Context: an optimization exercise on an open-source flow, tuned for small area, a short achievable clock period and few clock cycles per item. The choices shown serve that exercise and are no tape-out recipe. The RTL of this run was laid out without a check of its function.

--- design/flow/run.sh ---
#!/bin/bash
# synth_recipe.tcl (not shown) runs the flow's synth.tcl, then flattens the netlist and writes it again
# the make line also repeats each setting of config.mk as NAME=value (left out here)
make -C /OpenROAD-flow-scripts/flow DESIGN_CONFIG=/design/flow/config.mk WORK_HOME=/design/flow/orfs CLKGATE_MAP_FILE= SYNTH_SCRIPT=/design/flow/synth_recipe.tcl finish
--- design/flow/config.mk ---
export PLATFORM = sky130hd
export DESIGN_NAME = sha256_core
export DESIGN_NICKNAME = sha256_core
export VERILOG_FILES = /design/flow/design.v
export SDC_FILE = /design/flow/constraint.sdc
export NUM_CORES = 4
export LEC_CHECK = 0
export CAP_MARGIN = 20
export CORE_MARGIN = 2
export CORE_UTILIZATION = 40
export SLEW_MARGIN = 20
--- design/flow/design.v ---
module sha256_core (
    input  wire         clk,
    input  wire         rst,
    input  wire         in_valid,
    output wire         in_ready,
    input  wire         in_first,
    input  wire [511:0] in_block,
    output reg          out_valid,
    output wire [255:0] out_digest
);
    localparam [1:0] S_IDLE = 2'd0,
                     S_ROUND = 2'd1,
                     S_FINAL = 2'd2;
    reg [1:0]  state;
    reg [5:0]  round;
    reg [255:0] hs;              
    reg [31:0] a, b, c, d, e, f, g, hh;
    reg [511:0] ws;              
    wire [5:0] round_k = round;
    reg [31:0] k_t;
    always @* begin
        case (round_k)
            6'd0:  k_t = 32'h428a2f98; 6'd1:  k_t = 32'h71374491; 6'd2:  k_t = 32'hb5c0fbcf; 6'd3:  k_t = 32'he9b5dba5;
            6'd4:  k_t = 32'h3956c25b; 6'd5:  k_t = 32'h59f111f1; 6'd6:  k_t = 32'h923f82a4; 6'd7:  k_t = 32'hab1c5ed5;
            6'd8:  k_t = 32'hd807aa98; 6'd9:  k_t = 32'h12835b01; 6'd10: k_t = 32'h243185be; 6'd11: k_t = 32'h550c7dc3;
            6'd12: k_t = 32'h72be5d74; 6'd13: k_t = 32'h80deb1fe; 6'd14: k_t = 32'h9bdc06a7; 6'd15: k_t = 32'hc19bf174;
            6'd16: k_t = 32'he49b69c1; 6'd17: k_t = 32'hefbe4786; 6'd18: k_t = 32'h0fc19dc6; 6'd19: k_t = 32'h240ca1cc;
            6'd20: k_t = 32'h2de92c6f; 6'd21: k_t = 32'h4a7484aa; 6'd22: k_t = 32'h5cb0a9dc; 6'd23: k_t = 32'h76f988da;
            6'd24: k_t = 32'h983e5152; 6'd25: k_t = 32'ha831c66d; 6'd26: k_t = 32'hb00327c8; 6'd27: k_t = 32'hbf597fc7;
            6'd28: k_t = 32'hc6e00bf3; 6'd29: k_t = 32'hd5a79147; 6'd30: k_t = 32'h06ca6351; 6'd31: k_t = 32'h14292967;
            6'd32: k_t = 32'h27b70a85; 6'd33: k_t = 32'h2e1b2138; 6'd34: k_t = 32'h4d2c6dfc; 6'd35: k_t = 32'h53380d13;
            6'd36: k_t = 32'h650a7354; 6'd37: k_t = 32'h766a0abb; 6'd38: k_t = 32'h81c2c92e; 6'd39: k_t = 32'h92722c85;
            6'd40: k_t = 32'ha2bfe8a1; 6'd41: k_t = 32'ha81a664b; 6'd42: k_t = 32'hc24b8b70; 6'd43: k_t = 32'hc76c51a3;
            6'd44: k_t = 32'hd192e819; 6'd45: k_t = 32'hd6990624; 6'd46: k_t = 32'hf40e3585; 6'd47: k_t = 32'h106aa070;
            6'd48: k_t = 32'h19a4c116; 6'd49: k_t = 32'h1e376c08; 6'd50: k_t = 32'h2748774c; 6'd51: k_t = 32'h34b0bcb5;
            6'd52: k_t = 32'h391c0cb3; 6'd53: k_t = 32'h4ed8aa4a; 6'd54: k_t = 32'h5b9cca4f; 6'd55: k_t = 32'h682e6ff3;
            6'd56: k_t = 32'h748f82ee; 6'd57: k_t = 32'h78a5636f; 6'd58: k_t = 32'h84c87814; 6'd59: k_t = 32'h8cc70208;
            6'd60: k_t = 32'h90befffa; 6'd61: k_t = 32'ha4506ceb; 6'd62: k_t = 32'hbef9a3f7; default: k_t = 32'hc67178f2;
        endcase
    end
    function [31:0] wj(input [511:0] v, input integer j);
        wj = v[511 - 32*j -: 32];
    endfunction
    function [31:0] hj(input [255:0] v, input integer j);
        hj = v[255 - 32*j -: 32];
    endfunction
    function [31:0] rotr(input [31:0] x, input integer n);
        rotr = (x >> n) | (x << (32 - n));
    endfunction
    wire [31:0] s0_w = rotr(wj(ws, 1), 7) ^ rotr(wj(ws, 1), 18) ^ (wj(ws, 1) >> 3);
    wire [31:0] s1_w = rotr(wj(ws, 14), 17) ^ rotr(wj(ws, 14), 19) ^ (wj(ws, 14) >> 10);
    wire [31:0] w_new = wj(ws, 0) + s0_w + wj(ws, 9) + s1_w;      
    wire [31:0] S1  = rotr(e, 6) ^ rotr(e, 11) ^ rotr(e, 25);
    wire [31:0] ch  = (e & f) ^ (~e & g);
    wire [31:0] S0  = rotr(a, 2) ^ rotr(a, 13) ^ rotr(a, 22);
    wire [31:0] maj = (a & b) ^ (a & c) ^ (b & c);
    wire [31:0] t1  = hh + S1 + ch + k_t + wj(ws, 0);
    wire [31:0] t2  = S0 + maj;
    always @(posedge clk) begin
        if (rst) begin
            state     <= S_IDLE;
            out_valid <= 1'b0;
        end else begin
            out_valid <= 1'b0;
            case (state)
                S_IDLE: begin
                    if (in_valid) begin
                        if (in_first) begin
                            hs <= {32'h6a09e667, 32'hbb67ae85, 32'h3c6ef372, 32'ha54ff53a,
                                   32'h510e527f, 32'h9b05688c, 32'h1f83d9ab, 32'h5be0cd19};
                            a <= 32'h6a09e667; b <= 32'hbb67ae85;
                            c <= 32'h3c6ef372; d <= 32'ha54ff53a;
                            e <= 32'h510e527f; f <= 32'h9b05688c;
                            g <= 32'h1f83d9ab; hh <= 32'h5be0cd19;
                        end else begin
                            {a, b, c, d, e, f, g, hh} <= hs;
                        end
                        ws <= in_block;
                        round <= 6'd0;
                        state <= S_ROUND;
                    end
                end
                S_ROUND: begin
                    hh <= g;
                    g  <= f;
                    f  <= e;
                    e  <= d + t1;
                    d  <= c;
                    c  <= b;
                    b  <= a;
                    a  <= t1 + t2;
                    ws <= {ws[479:0], w_new};
                    round <= round + 6'd1;
                    if (round == 6'd63)
                        state <= S_FINAL;
                end
                S_FINAL: begin
                    hs <= {hj(hs, 0) + a, hj(hs, 1) + b, hj(hs, 2) + c, hj(hs, 3) + d,
                           hj(hs, 4) + e, hj(hs, 5) + f, hj(hs, 6) + g, hj(hs, 7) + hh};
                    out_valid <= 1'b1;
                    state <= S_IDLE;
                end
                default: state <= S_IDLE;
            endcase
        end
    end
    assign in_ready   = (state == S_IDLE);
    assign out_digest = hs;
endmodule
--- design/flow/constraint.sdc ---
create_clock -name core_clock -period 15.0 [get_ports {clk}]
set_input_delay 3.0000 -clock core_clock [delete_from_list [all_inputs] [get_ports {clk}]]
set_output_delay 3.0000 -clock core_clock [all_outputs]
set_load 0.01 [all_outputs]
==> reports/results.ini <==
[worst_setup_path]
cp_max_fo=6
start_kind=flop
cp_common_cell=fa_1
max_stage_delay_ns=0.55
crit_start=e[26]
crit_type=flop to flop
worstSetupEndpointType=flop
cp.arrival_ns=8.84
cp_data_required_time_ns=15.67
cp_slowest_cell=edfxtp_1
timing.rr.start=e[26]

[grt]
antenna_found_initial=35
overflow=0
grt_pass1_wl_mm=400
grt_pass1_vias=56037
grt.total_usage=0.305
grt_max_degree=239

[run]
drv_cap=0

[final_layout]
area_growth_pct=20.3
postLayoutCellArea_um2=85400
fin_nets=9240
drive_above_1_share=0.0382

[clocking]
clock_latency_ns=0.83
cts_made_buffers=135
clock-sinks=1065
htree_num_levels=4
clk_pin_slew_ns=0.06
cts_resized=0
cts_tree=yes
post-cts-setup-buffers=0
cts_buffer_depth=3
root_buffer=clkbuf_16
postCtsHoldBufs=0

[timing]
totalNegativeSetupSlack_ns=0
period_needed_ns=8.17
drv_slew=0
skew_ns=0.0361
timing.final.crit_share=0.545
finalHoldViolations=0
worstMarginPinSlew_ns=1.29
fmax_ghz=0.122
max_slew_margin=0.141
setup_viol=0
rsz0062_at_grt=false

[floorplan]
dieHeight_um=425
die-area_um2=181000
initial_core_util=0.403
fp.coreArea_um2=176000
io_pins=774
die_w_um=425
rows=154

[synthesis]
ys.flop_type=edfxtp_1
syn-cell-area_um2=71000
synth_compound_area_frac=0.129
synth_cell_types=85
synth_top_cell_by_area=edfxtp_1
ys_ff_latch=1065
avgSynthCellArea_um2=9.39
synth-simple-area-share=0.184
yosysWarnings=1
synth_most_common_cell=nand2_1
synth_edf_count=1030
synth_xor_area_frac=0.0674
async_flop_share=0
synth.area.top_cells=edfxtp_1 (44%), nand2_1 (11%), ha_1 (6.9%)
yosys-top-cells-count=nand2_1 (2121), edfxtp_1 (1030), o21ai_0 (479), ha_1 (389), inv_1 (372)
synth-adder-area-share=0.127
synth_top_family_by_area=simple AND/OR/NAND/NOR gates
synth.top_cell.area_share=0.436
synth.area.mux_share=0.00752
synth.net_count=8661
synth_cells=7561
yosysSeqAreaShare=0.445

[min_path]
hold_start=ws[249]
worstHoldPathType=flop to flop

[routing]
drcViolationCount=0
firstDrtPassIters=6
ant_nets=0
wl_mm=285
vias_per_cell=5.62
routedWlPerCell_um=26.9
drt_iter0_drc=6803
routed-via-count=59580

[placement]
numPortBuffers=773
gp_congestion=0.962
place_area_um2=80800
hpwl_mm=216

[run_status]
outcome=complete, no violations

flip-flops by register name (all words and copies together) (netlist names), 32 cells and up:
| name | flops |
|---|---|
| e | 32 |
| hs | 256 |
| f | 32 |
| ws | 512 |
| d | 32 |
| hh | 32 |
| c | 32 |
| g | 32 |
| a | 32 |
| b | 32 |
| k_t | 32 |
cells by family after synthesis:
family          count (synthesis)
compound gates               1461
xor+xnor                      543
fa+ha+maj                     607
buf+inv                       753
flops                        1065
mux                            51
simple gates                 3081
worst paths after layout:
kind	slack, ns	cells past startpoint	endpoint
hold reg to reg	0.50	2	ws[281]
setup / recovery	6.83	31	a[31]
setup reg to reg	6.83	31	a[31]
hold / removal	0.50	2	ws[281]
cells in the final DEF, fill, tap and decap left out, types with 35 or more instances in the layout:
cell type,instances
mux2i_1,39
buf_4,42
a211oi_1,53
nor3_1,105
nand2b_1,69
inv_1,371
nor2b_1,44
xor2_1,205
ha_1,389
a31oi_1,44
fa_1,195
o211ai_1,39
a21o_1,179
nor2_1,333
clkbuf_16,135
a21oi_1,345
clkdlybuf4s50_1,772
o21bai_1,48
xnor2_1,336
o21ai_0,479
dfxtp_1,35
and3_1,40
edfxtp_1,1030
nand2_1,2121
nand3_1,100
nand3b_1,119
o21a_1,60
final cells by class:
type | instances | area [µm²]
Fill cell | 16697 | 90900
Multi-Input combinational cell | 5743 | 36600
Sequential cell | 1065 | 31600
Timing Repair Buffer | 821 | 8170
Clock buffer | 162 | 3480
Tap cell | 2340 | 2930
Inverter | 374 | 1420
Clock inverter | 83 | 1120
Antenna cell | 22 | 55.1
stage by stage:
stage               instances  hold WS, ns   util  worst slack [ns]
finish                  10610        0.496  0.485              6.83
global route            10600        0.517  0.484              6.40
CTS                     10588        0.491  0.484              6.92
detailed placement      10343        0.490  0.458              6.63
global placement        10343        0.488  0.458              6.65
floorplan                7561        0.484      -             0.668
critical path, delay by kind of cell (launching register included):
kind / cells / cell delay (ns)
compound gates: 15 / 3.13
xor+xnor: 4 / 1.05
fa+ha+maj: 7 / 2.81
buf+inv: 3 / 0.18
flops: 1 / 0.55
simple gates: 2 / 0.30
layer usage:
metal  track usage  routed length, µm  vias up
met3        0.0567              22900      405
met5             0                112        -
met1         0.428             122000    29172
met2         0.472             130000     2620
li1              -                  -    27367
met4         0.103               9290       16

==> port drivers added, routing unchanged <==
The flow's constraints put no driver on any port. The routed layout listed below was extracted and timed again, unchanged, in two steps. Step 1 sets driving cells, clkbuf_16 on the clock port and buf_2 on the other inputs (assumed; they add their load-dependent delay and slew). Step 2 moves the port delays by t, midway between the first and last clock arrival at a register: inputs arrive t later, outputs are due t later. That takes back most of the time a late clock gives input paths. Three values: ideal, step 1, step 2; two values: the first two.
t, ns: 0.905
setup WS [ns]: 6.830 / 6.830 / 6.544
worst setup path at the end: input to register
After both steps this run still meets setup and hold. For this run, drivers alone change the setup slack by 0.000 ns; drivers and shift together by -0.286 ns.
